Context: an optimization exercise on an open-source flow, tuned for small area, a short achievable clock period and few clock cycles per item. The choices shown serve that exercise and are no tape-out recipe. In this exercise RTL edits were held to simulation tests only and were not proved equivalent to the original.

[flow/run.sh]
#!/bin/bash
# synth_recipe.tcl (not shown) runs the flow's synth.tcl, then flattens the netlist and writes it again
# the make line also repeats each setting of config.mk as NAME=value (left out here)
make -C /OpenROAD-flow-scripts/flow DESIGN_CONFIG=/design/flow/config.mk WORK_HOME=/design/flow/orfs CLKGATE_MAP_FILE= SYNTH_SCRIPT=/design/flow/synth_recipe.tcl finish
[flow/config.mk]
export PLATFORM = sky130hd
export DESIGN_NAME = pwm_minp
export DESIGN_NICKNAME = pwm_minp
export VERILOG_FILES = /design/flow/design.v
export SDC_FILE = /design/flow/constraint.sdc
export NUM_CORES = 4
export LEC_CHECK = 0
export CAP_MARGIN = 20
export CORE_MARGIN = 2
export CORE_UTILIZATION = 40
export SLEW_MARGIN = 20
[flow/constraint.sdc]
create_clock -name core_clock -period 26.0 [get_ports {clk}]
set_input_delay 5.2000 -clock core_clock [delete_from_list [all_inputs] [get_ports {clk}]]
set_output_delay 5.2000 -clock core_clock [all_outputs]
set_load 0.01 [all_outputs]
[flow/design.v]
module pwm_minp (
    input  wire        clk,
    input  wire        rst,
    input  wire        in_valid,
    output wire        in_ready,
    input  wire [18:0] in_per,           
    input  wire [13:0] in_dly_r,         
    input  wire [13:0] in_dly_f,         
    input  wire [10:0] in_duty_max,      
    input  wire        in_clamp,         
    input  wire        in_clear,         
    input  wire [7:0]  in_ls,            
    input  wire [75:0] in_h,             
    input  wire [3:0]  in_centre,        
    output reg         out_valid,
    output reg  [7:0]  out_ls,           
    output reg  [75:0] out_on,           
    output reg  [75:0] out_off,          
    output reg  [3:0]  out_drop,         
    output reg  [3:0]  out_raise         
);
    assign in_ready = 1'b1;
    localparam [13:0] T_MIN = 14'd2000;    
    reg        s0_valid;
    reg [18:0] s0_per;
    reg [13:0] s0_dly_r, s0_dly_f;
    reg [10:0] s0_duty_max;
    reg        s0_clamp, s0_clear;
    reg [7:0]  s0_ls;
    reg [75:0] s0_h;
    reg [3:0]  s0_centre;
    always @(posedge clk) begin
        if (rst)
            s0_valid <= 1'b0;
        else
            s0_valid <= in_valid;
        if (in_valid) begin
            s0_per      <= in_per;
            s0_dly_r    <= in_dly_r;
            s0_dly_f    <= in_dly_f;
            s0_duty_max <= in_duty_max;
            s0_clamp    <= in_clamp;
            s0_clear    <= in_clear;
            s0_ls       <= in_ls;
            s0_h        <= in_h;
            s0_centre   <= in_centre;
        end
    end
    wire [29:0] duty_prod = s0_duty_max * s0_per;
    wire [19:0] max_h     = duty_prod[29:10];
    wire [14:0] thr_h     = T_MIN + s0_dly_r;
    wire [14:0] thr_l     = T_MIN + s0_dly_f;
    reg  signed [15:0] carry [0:3];
    wire [1:0]         leg_ls    [0:3];
    wire [18:0]        leg_on    [0:3];
    wire [18:0]        leg_off   [0:3];
    wire               leg_drop  [0:3];
    wire               leg_raise [0:3];
    wire signed [15:0] leg_carry [0:3];
    genvar l;
    generate
        for (l = 0; l < 4; l = l + 1) begin : g_leg
            pwm_minp_leg leg (
                .per       (s0_per),
                .max_h     (max_h),
                .thr_h     (thr_h),
                .thr_l     (thr_l),
                .clamp     (s0_clamp),
                .ls_in     (s0_ls[2*l +: 2]),
                .h_in      (s0_h[19*l +: 19]),
                .centre    (s0_centre[l]),
                .carry_in  (s0_clear ? 16'sd0 : carry[l]),
                .ls_out    (leg_ls[l]),
                .on        (leg_on[l]),
                .off       (leg_off[l]),
                .drop      (leg_drop[l]),
                .raise     (leg_raise[l]),
                .carry_out (leg_carry[l])
            );
            always @(posedge clk) begin
                if (rst) begin
                    carry[l] <= 16'sd0;
                end else if (s0_valid) begin
                    carry[l] <= leg_carry[l];
                end
            end
            always @(posedge clk) begin
                if (rst) begin
                    out_ls[2*l +: 2]     <= 2'd0;
                    out_on[19*l +: 19]   <= 19'd0;
                    out_off[19*l +: 19]  <= 19'd0;
                    out_drop[l]          <= 1'b0;
                    out_raise[l]         <= 1'b0;
                end else if (s0_valid) begin
                    out_ls[2*l +: 2]     <= leg_ls[l];
                    out_on[19*l +: 19]   <= leg_on[l];
                    out_off[19*l +: 19]  <= leg_off[l];
                    out_drop[l]          <= leg_drop[l];
                    out_raise[l]         <= leg_raise[l];
                end
            end
        end
    endgenerate
    always @(posedge clk) begin
        if (rst)
            out_valid <= 1'b0;
        else
            out_valid <= s0_valid;
    end
endmodule
module pwm_minp_leg (
    input  wire [18:0]        per,
    input  wire [19:0]        max_h,
    input  wire [14:0]        thr_h,
    input  wire [14:0]        thr_l,
    input  wire               clamp,
    input  wire [1:0]         ls_in,
    input  wire [18:0]        h_in,
    input  wire               centre,
    input  wire signed [15:0] carry_in,
    output reg  [1:0]         ls_out,
    output reg  [18:0]        on,
    output reg  [18:0]        off,
    output reg                drop,
    output reg                raise,
    output reg  signed [15:0] carry_out
);
    localparam [1:0] LS_SWITCH = 2'd0, LS_LOW = 2'd1, LS_HIGH = 2'd2, LS_HIZ = 2'd3;
    reg signed [21:0] h;         
    reg signed [21:0] lo;        
    reg               clampform;
    reg        [19:0] hp;        
    always @(*) begin
        ls_out    = ls_in;
        on        = 19'd0;
        off       = 19'd0;
        drop      = 1'b0;
        raise     = 1'b0;
        carry_out = 16'sd0;
        clampform = clamp;
        h         = $signed({3'b000, h_in});
        lo        = 22'sd0;
        hp        = 20'd0;
        if (ls_in != LS_SWITCH) begin
            if (ls_in == LS_HIGH)
                off = per;
        end else begin
            if (h + carry_in > $signed({2'b00, max_h}))
                clampform = 1'b1;
            else
                h = h + carry_in;
            if (h < 0)
                h = 22'sd0;
            else if (h > $signed({3'b000, per}))
                h = $signed({3'b000, per});
            if (h > 0 && h < $signed({7'd0, thr_h})) begin
                if (!clampform) begin
                    carry_out = h[15:0];
                    h         = 22'sd0;
                    drop      = 1'b1;
                end else begin
                    h         = $signed({7'd0, thr_h});
                    raise     = 1'b1;
                end
            end
            lo = $signed({3'b000, per}) - h;
            if (lo > 0 && lo < $signed({7'd0, thr_l})) begin
                if (!clampform && ({1'b0, per} <= max_h)) begin
                    carry_out = -lo[15:0];
                    h         = $signed({3'b000, per});
                    drop      = 1'b1;
                end else begin
                    h         = $signed({3'b000, per}) - $signed({7'd0, thr_l});
                    raise     = 1'b1;
                end
            end
            hp = h[19:0];
            if (hp == 20'd0) begin
                ls_out = LS_LOW;
            end else if (hp == {1'b0, per}) begin
                ls_out = LS_HIGH;
                off    = per;
            end else if (centre) begin
                on  = ({1'b0, per} - hp + 20'd1) >> 1;
                off = on + hp[18:0];
            end else begin
                off = hp[19:1];
                on  = per - (hp[18:0] - hp[19:1]);
            end
        end
    end
endmodule
==> run notes <==
Clock tree:
- The CTS tree is built.
- No sink is reached through more buffers than the 3 on the longest clock path.
- CTS placed an instance of clkbuf_16 at the clock tree root.
- The H-tree generated during clock tree synthesis spans 2 levels.
- The count of hold-fix buffers inserted at cts is 0.
- The TritonCTS buffer count is 47.
- The insertion delay of the later-clocked pin in the worst-skew pair is 0.67 ns.
- The number of clock sinks is 382.
- Clock-pin slew was measured on the worst setup and hold paths at approximately 0.060 ns.

Route:
- The uppermost layer routed is met5.
- The number of DRC markers after the initial detailed-route iteration is 5676.
- The routed length per instance is 27.4 um.
- For this run, design rule violations remaining after detail routing come to 0.
- Using the TritonRoute via totals, the vias-per-cell ratio works out to roughly 6.
- The sum of met3 wire segment lengths after detailed routing is approximately 25000 um.
- The count of nets left with antenna violations once routing finished came out at 0.
- In the final routing, the length of wire on met1 measures 108000 um.
- The sum of met2 wire segment lengths after detailed routing is around 120000 um.
- The number of optimization iterations in the first detailed-route pass is 8.
- The overall via count from detail_route is between 50000 and 60000.
- Wires add up to 265000 um.

Synth:
- The total of warnings raised by yosys is 4.
- The cell with the most instances after synthesis is ha_1.
- The post-synthesis share of cell area spent on full adders, half adders and majority gates is about 25%.
- The synthesized design contains around 150 enable-type register cells.
- The synthesized netlist net count is approximately 8500.
- The number of different library cells used by synthesis comes to between 100 and 150.
- Counting flops and latches in the post-synthesis netlist gives 382.
- The async set-reset flop share out of synthesis is 0%.
- The cell count after synthesis is 7373.
- The average footprint of a synthesized cell is slightly below 8 sq um.
- The area share of xor/xnor cells in the synthesized design is ~7.7%.
- The portion of the post-synthesis area used by sequential elements is between 10% and 20%.
- Summed over all instances, the cell type with the most area after synthesis is ha_1.
- Summed over its instances, the top area cell type makes up 17.4% of the synthesized netlist area.
- For this run, the leading register cell type out of synthesis is dfxtp_1.
- After synthesis, the largest family of logic cells by area is adder cells.
- The commonest cells after synthesis are ha_1 (801), nand2_1 (691), inv_1 (618).
- Measured against the total synthesized area, the mux share comes to under 10%.
- The synthesized netlist occupies a cell area of a little under 60000 sq um.
- By area the synthesized netlist is led by ha_1 (17%), dfxtp_1 (8.1%), edfxtp_1 (7.7%).
- The area share of and/or/nand/nor cells after synthesis is 19.2%.
- The synthesized-area fraction occupied by ao, oa, aoi and oai cells is a little under a quarter.

Worst setup path:
- The cell that appears most often on the critical path is a21oi_1.
- The number of buffers and inverters on the critical path is 12.
- The reg2reg setup slack is ~1.5 ns.
- The critical path depth is approximately 110.
- For this run, the slowest stage of the critical path takes between 0.5 and 0.6 ns.
- The cell type group with the largest total delay on the critical path is compound AO/OA/AOI/OAI gates.
- Of all nets on the critical path, the largest fanout is 18.
- In this run the critical register-to-register path is launched from s0_per[8]$_DFFE_PP_.
- The critical path capture point is out_off[37]$_SDFFE_PP0P_.
- The most critical setup path has its startpoint at s0_per[8]$_DFFE_PP_.
- The signal arrival time at the worst endpoint is between 20 and 30 ns.
- The category of the worst setup path launch point is a register.
- The path depth of the worst reg2reg path is roughly 110.
- The data required time of the worst path is around 27 ns.
- The worst register-to-register path ends at out_off[37]$_SDFFE_PP0P_.
- The worst setup path category is reg -> reg.
- The worst-path cell with the longest stage delay is fa_1.
- The sort of element at the end of the critical path is a register.

Timing:
- The final critical path takes up 94.3% of the cycle.
- The hold violation total from the final report is 0.
- Headroom to the max-slew limit came out at 20.0%.
- For the pin with the worst max-slew slack, the measured transition is about 1.2 ns.
- The final setup skew is 0.0483 ns.
- Setup violations remaining at the end of the flow were counted as 0.
- The fmax is slightly above 40 MHz.
- The count of pins over their slew limit was 0.
- The final critical path time including I/O delays and setup is 24.52 ns.

Finish:
- Summing all flip-flop and latch instances after layout gives around 9100 sq um.
- Once layout is done, the placed cells without fillers occupy 66400 sq um.
- The filler cell count is between 10000 and 15000.
- The finished layout holds about 9700 standard cells, fillers aside.
- The fraction of layout cells with a size suffix above 1 is roughly 8.1%.
- For this run, the post-layout net count is just under 9000.
- The area used by multi-input combinational logic is between 40000 and 50000 sq um.
- The post-synthesis to final-layout area growth is 15.2%.

Placed design:
- The cell area after placement is between 60000 and 70000 sq um.
- The detailed placement HPWL is 210000 um.
- The congestion estimate from routability-driven global placement came to 1.06.
- The total placed cells including tap cells is approximately 9500.
- Buffers placed on the I/O ports in this run total 319.

GRT:
- For this run, the total global-route usage over all layers was measured as a little over a third.
- The wire length of the first global-routing pass is between 300000 and 400000 um.
- The overflow left after global routing is 0.
- The number of global-route vias before repair is between 50000 and 60000.
- The initial antenna violation count is 19.
- Entering global routing, the biggest net connects 146 pins.

Worst hold path:
- The worst min-delay path class is reg -> reg.

Die:
- The horizontal die dimension is 384 um.
- Once the floorplan was initialized, standard cells occupied between 40% and 50% of the core.
- 321 I/O pins were placed.
- The core region is ~140000 sq um.
- Row generation in the floorplan step produced between 100 and 150 rows.
- The die covers 147000 sq um.
- The overall die height is about 380 um.

Run:
- The max capacitance violation total is 0.

Run status:
- The flow ran to the end and the layout has no timing, DRC or antenna violations.
==> layer usage <==
layer | track usage, % | vias to the layer above
li1 | - | 27100
met2 | 54.4 | 2900
met5 | 0 | -
met4 | 17.6 | 10
met3 | 6.84 | 661
met1 | 45.4 | 28500
==> cell usage in the layout, fill, tap and decap left out, drive strengths merged, types with 68 or more instances in the layout <==
master	Yosys	routed
ha	801	801
nand2	692	692
inv	622	630
nor2	619	619
a21oi	560	560
o21ai	425	425
xnor2	388	388
buf	66	329
clkdlybuf4s50	0	317
dfxtp	234	234
fa	200	200
nor3	184	184
nand3	183	183
o21bai	160	160
a21o	159	159
edfxtp	148	148
and2	128	128
nor2b	124	124
xor2	101	101
mux2i	99	99
mux2	79	79
a211oi	75	75
nand4	74	74
a22oi	74	74
clkbuf	271	68
==> sequential cells by signal, indices dropped and copies added (netlist names), 8 cells and up <==
| signal | cells |
|---|---|
| carry | 64 |
| s0_ls | 8 |
| s0_per | 19 |
| out_ls | 8 |
| s0_h | 76 |
| out_on | 76 |
| s0_dly_r | 14 |
| s0_duty_max | 11 |
| s0_dly_f | 14 |
| out_off | 76 |
==> final cells by class <==
cell class,instances,area share (%)
Inverter,635,3.60
Multi-Input combinational cell,6021,67.9
Tap cell,1903,3.59
Clock buffer,68,2.17
Clock inverter,20,0.328
Timing Repair Buffer,646,8.68
Sequential cell,382,13.8
Antenna cell,5,0.0188
==> worst min-delay path, stage by stage, from the launching register on <==
cell     delay (ns)
dfxtp_1        0.30
nand2_1        0.06
a21oi_1        0.05
==> worst min-delay path by stage <==
stage	startpoint	end	slack, ns	depth (start not counted)
after global routing	out_on[67]$_SDFFE_PP0P_	out_on[67]$_SDFFE_PP0P_	0.48	2
after floorplan	carry[3][7]$_SDFFE_PP0P_	carry[3][7]$_SDFFE_PP0P_	0.44	2
after CTS	carry[1][2]$_SDFFE_PP0P_	carry[1][2]$_SDFFE_PP0P_	0.46	2
after detailed placement	carry[1][2]$_SDFFE_PP0P_	carry[1][2]$_SDFFE_PP0P_	0.45	2
final	out_on[31]$_SDFFE_PP0P_	out_on[31]$_SDFFE_PP0P_	0.46	2
after global placement	carry[1][2]$_SDFFE_PP0P_	carry[1][2]$_SDFFE_PP0P_	0.45	2
==> repair_timing <==
action	4_1_cts	5_1_grt
resized for setup	0	20
setup endpoints to repair	0	45
buffers inserted	0	69
==> kinds of logic (layout without fill, tap and decap cells) <==
logic type                 after synthesis  count (layout)
AOI/OAI and AO/OA                     2002            2004
xor gates and xnor gates               496             496
adders and majority gates             1018            1018
buffers and inverters                  972            1369
DFF                                    382             382
muxes                                  178             178
other                                    1               6
and+or+nand+nor                       2324            2324
==> metrics by stage <==
stage          utilization (%)  setup WS [ns]  hold slack [ns]  TNS [ns]
3_5_place_dp              44.7          0.772            0.454         0
6_report                  46.3           1.48            0.462         0
4_1_cts                   45.8          0.597            0.462         0
5_1_grt                   46.3        -0.0131            0.484   -0.0131
3_3_place_gp              44.6           1.20            0.451         0
2_1_floorplan                -           1.04            0.436         0
Testbench counts, summed over its fixed seeds: cycles 32,016, items 32,000.

[static timing again, ports no longer ideal]
Ports are ideal in the flow. The routed layout listed here was re-timed in OpenROAD. Step 1 assumes that a clkbuf_16 drives the clock port and a buf_2 every other input. Step 2, shift: input delay + t, output delay - t, t = (earliest + latest rising clock arrival at the registers) / 2. This alone moves slack from input paths to output paths. Three values: ideal, step 1, step 2; two values: the first two.
shift t [ns]: 0.728
setup WS [ns]: 1.484 / 1.484 / 1.484
cell pins on the clock port's net: 1
After both steps setup and hold are still met in this run. The setup slack of this run moves by 0.000 ns with the drivers and by 0.000 ns with both steps.
